Context: an optimization exercise on an open-source flow, tuned for small area, a short achievable clock period and few clock cycles per item. The choices shown serve that exercise and are no tape-out recipe.
Where RTL was checked, it was by simulation tests only, not by an equivalence proof against the original.

## xenon
==> flow/design.v (excerpt) <==
module vfix_unit #(
    parameter LANES = 4
) (
    input  wire                  clk,
    input  wire                  rst,
    input  wire                  in_valid,
    output wire                  in_ready,
    input  wire [2:0]            in_func,
    input  wire                  in_type,
    input  wire [1:0]            in_rnd,
    input  wire                  in_zero,
    input  wire [LANES-1:0]      in_pred,
    input  wire [16*LANES-1:0]   in_a,
    input  wire [16*LANES-1:0]   in_b,
    input  wire [16*LANES-1:0]   in_c,
    input  wire [16*LANES-1:0]   in_d,
    output reg                   out_valid,
    output reg  [16*LANES-1:0]   out_d,
    output reg                   out_sat
);
export LEC_CHECK = 0
export ABC_AREA = 1
export CAP_MARGIN = 20
export CORE_MARGIN = 2
export CORE_UTILIZATION = 50
export SLEW_MARGIN = 20
export SYNTH_HIERARCHICAL = 1
create_clock -name core_clock -period 25.0 [get_ports {clk}]
standard.sh (not shown) runs the stock make flow with config.mk's settings and CLKGATE_MAP_FILE= SYNTH_SCRIPT=/design/flow/synth_recipe.tcl, a recipe that flattens the netlist after the stock synthesis.
==> flow/flow/run.sh <==
#!/bin/bash
# Standard synthesis and layout, with buf_2 cells as the port buffers.
set -euo pipefail
bash standard.sh synth > synth.log 2>&1
bash standard.sh "BUFFER_PORTS_ARGS=-buffer_cell sky130_fd_sc_hd__buf_2" finish > layout.log 2>&1
Testbench counts of xenon, summed over its fixed seeds: cycles 16,024, items 16,000.
Setup changes, xenon to willow
diff --git a/flow/design.v b/flow/design.v
--- a/flow/design.v
+++ b/flow/design.v
@@ -533,33 +533,36 @@
     wire f_add  = (in_func == 3'd4);
     wire f_sub  = (in_func == 3'd5);
     wire f_rsh  = (in_func == 3'd6);
     wire f_conv = (in_func == 3'd7);
     wire f_pow2 = in_func[2];            
     wire typ    = in_type;
     wire a_sgn  = f_conv ? typ : ~typ;   
     wire neg    = f_fms | f_sub;         
     wire k15 = f_fms ? (in_rnd != 2'd0) : (in_rnd != 2'd1);
     wire klo = f_fms & ~in_rnd[1];
+    wire sx_lerp = f_lerp;
+    wire sx_sub  = f_sub;
+    wire sx_a    = ~f_lerp & ~f_sub;
     reg [17*LANES-1:0] p_x, p_a;
     reg [18*LANES-1:0] p_y;
     reg [15:0] a, b, c, d, a16;
     reg [15:0] sg, sp;
     reg [16:0] sg0, sp0;
     reg [16:0] sg1, sp1;
     reg [16:0] sg2, sp2;
     reg [16:0] sg3, sp3;
     reg [16:0] sg4, sp4;
     reg [16:0] bma;
     reg [17:0] yp, y;
     reg [18:0] ye;
-    reg        pr, sx_lerp, sx_sub, sx_a, sa_d, sa_c, sa_a, sa_b, sy_c, sy_b, sy_b2, sy_p;
+    reg        pr, sa_d, sa_c, sa_a, sa_b, sy_c, sy_b, sy_b2, sy_p;
     integer l, j;
     always @* begin
         for (l = 0; l < LANES; l = l + 1) begin
             a  = in_a[16*l +: 16];
             b  = in_b[16*l +: 16];
             c  = in_c[16*l +: 16];
             d  = in_d[16*l +: 16];
             pr = in_pred[l];
             sg = b & ~a;
             sp = ~(b ^ a);
@@ -622,23 +625,20 @@
             sp3[12] = sp2[12] & sp2[7];
             sg3[13] = sg2[13] | (sp2[13] & sg2[7]);
             sp3[13] = sp2[13] & sp2[7];
             sg3[14] = sg2[14] | (sp2[14] & sg2[7]);
             sp3[14] = sp2[14] & sp2[7];
             sg3[15] = sg2[15] | (sp2[15] & sg2[7]);
             sp3[15] = sp2[15] & sp2[7];
             sg4[16] = sg[15] | (sp[15] & sg3[15]);
             sp4[16] = sp[15] & sp3[15];
             bma = {~sg4[16], sp[15] ^ sg3[15], sp[14] ^ sg3[14], sp[13] ^ sg3[13], sp[12] ^ sg3[12], sp[11] ^ sg3[11], sp[10] ^ sg3[10], sp[9] ^ sg3[9], sp[8] ^ sg3[8], sp[7] ^ sg2[7], sp[6] ^ sg2[6], sp[5] ^ sg2[5], sp[4] ^ sg2[4], sp[3] ^ sg1[3], sp[2] ^ sg1[2], sp[1] ^ sg0[1], sp[0] ^ 1'b1};
-            sx_lerp = pr & f_lerp;
-            sx_sub  = pr & f_sub;
-            sx_a    = pr & ~f_lerp & ~f_sub;
             p_x[17*l +: 17] = ({17{sx_lerp}} & bma)
                             | ({17{sx_sub}}  & {~typ & b[15], b})
                             | ({17{sx_a}}    & {a_sgn & a[15], a});
             sa_d = ~pr & ~in_zero;
             sa_c = pr & (f_fma | f_fms);
             sa_a = pr & (f_lerp | f_sub | (f_conv & typ));
             sa_b = pr & f_add;
             a16  = ({16{sa_d}} & d) | ({16{sa_c}} & c) | ({16{sa_a}} & a) | ({16{sa_b}} & b);
             p_a[17*l +: 17] = {a16[15] & (~typ | (pr & f_conv)), a16};
             sy_c  = pr & f_lerp;
@@ -647,44 +647,43 @@
             sy_p  = pr & f_pow2;
             for (j = 0; j < 18; j = j + 1)
                 yp[j] = f_rsh ? (b[3:0] == 16 - j)
                               : ((f_conv & ~typ) ? (j == 15) : (j == 16));
             y = ({18{sy_c}} & {2'b00, c}) | ({18{sy_b}} & {2'b00, b})
               | ({18{sy_b2}} & {b[15], b, 1'b0}) | ({18{sy_p}} & yp);
             p_y[18*l +: 18] = y;
         end
     end
     reg                 s1_valid;
-    reg                 s1_typ, s1_rne, s1_k15, s1_klo;
-    reg [LANES-1:0]     s1_neg;
+    reg                 s1_neg, s1_typ, s1_rne, s1_k15, s1_klo;
     reg [17*LANES-1:0]  s1_x, s1_a;
     reg [18*LANES-1:0]  s1_y;
     always @(posedge clk) begin
         if (rst)
             s1_valid <= 1'b0;
         else
             s1_valid <= in_valid;
-        s1_neg <= {LANES{neg}} & in_pred;    
+        s1_neg <= neg;
         s1_typ <= typ;
         s1_rne <= in_rnd[1];
         s1_k15 <= k15;
         s1_klo <= klo;
         s1_x   <= p_x;
         s1_y   <= p_y;
         s1_a   <= p_a;
     end
     wire [18*LANES-1:0] lane_v;
     genvar i;
     generate
         for (i = 0; i < LANES; i = i + 1) begin : g_lane
             vfix_lane u_lane (
-                .neg (s1_neg[i]),
+                .neg (s1_neg),
                 .rne (s1_rne),
                 .k15 (s1_k15),
                 .klo (s1_klo),
                 .X   (s1_x[17*i +: 17]),
                 .Y   (s1_y[18*i +: 18]),
                 .A   (s1_a[17*i +: 17]),
                 .v   (lane_v[18*i +: 18])
             );
         end
     endgenerate
--- outcome ---
The worst setup path endpoint comes out s1_a[33] in one run and s1_x[13] in the other, namely in xenon and willow respectively.
Between xenon and willow, the difference in fraction of area in clock buffers and inverters is negligible.
In the metrics for xenon and willow, the one carrying the higher met3 global-route usage is xenon.
Core util | willow vs xenon | willow higher
Die extent in x: willow vs xenon — no meaningful difference
The die outline area was comparable across xenon and willow.
From xenon to willow the numbers moved as follows: total wire length after detailed routing went up by 3.5%, number of max-slew violations in the final report roughly the same, critical path depth saw a decrease.
No functional check of the RTL was part of willow.

[port drivers added, routing unchanged]
No port has a modelled driver above. Below, the same layouts with a new extraction and two added sets of constraints.
Step 1, drivers: a clkbuf_16 drives clk and a buf_2 each remaining input, both assumed.
Step 2 times the ports against the registers' clock, not the clock port: input delays grow and output delays shrink by t, the midpoint of the rising clock arrivals with the driver on.
Three values: ideal ports, drivers, drivers and shift; two values: the first two.
| run | shift t [ns] | setup WS [ns] | worst setup path after step 2 | worst register clock-pin slew, ns | worst data-port slew with drivers (ns) |
|---|---|---|---|---|---|
| xenon | 0.673 | 18.167 / 18.202 / 17.528 | input to register | 0.07 / 0.07 | 0.18 |
| willow | 0.691 | 17.738 / 17.774 / 17.083 | input to register | 0.07 / 0.07 | 0.16 |
After both steps setup and hold are still met in every run listed. The setup slack of willow, which loses most, moves by +0.036 ns with the drivers and by -0.655 ns with both steps.
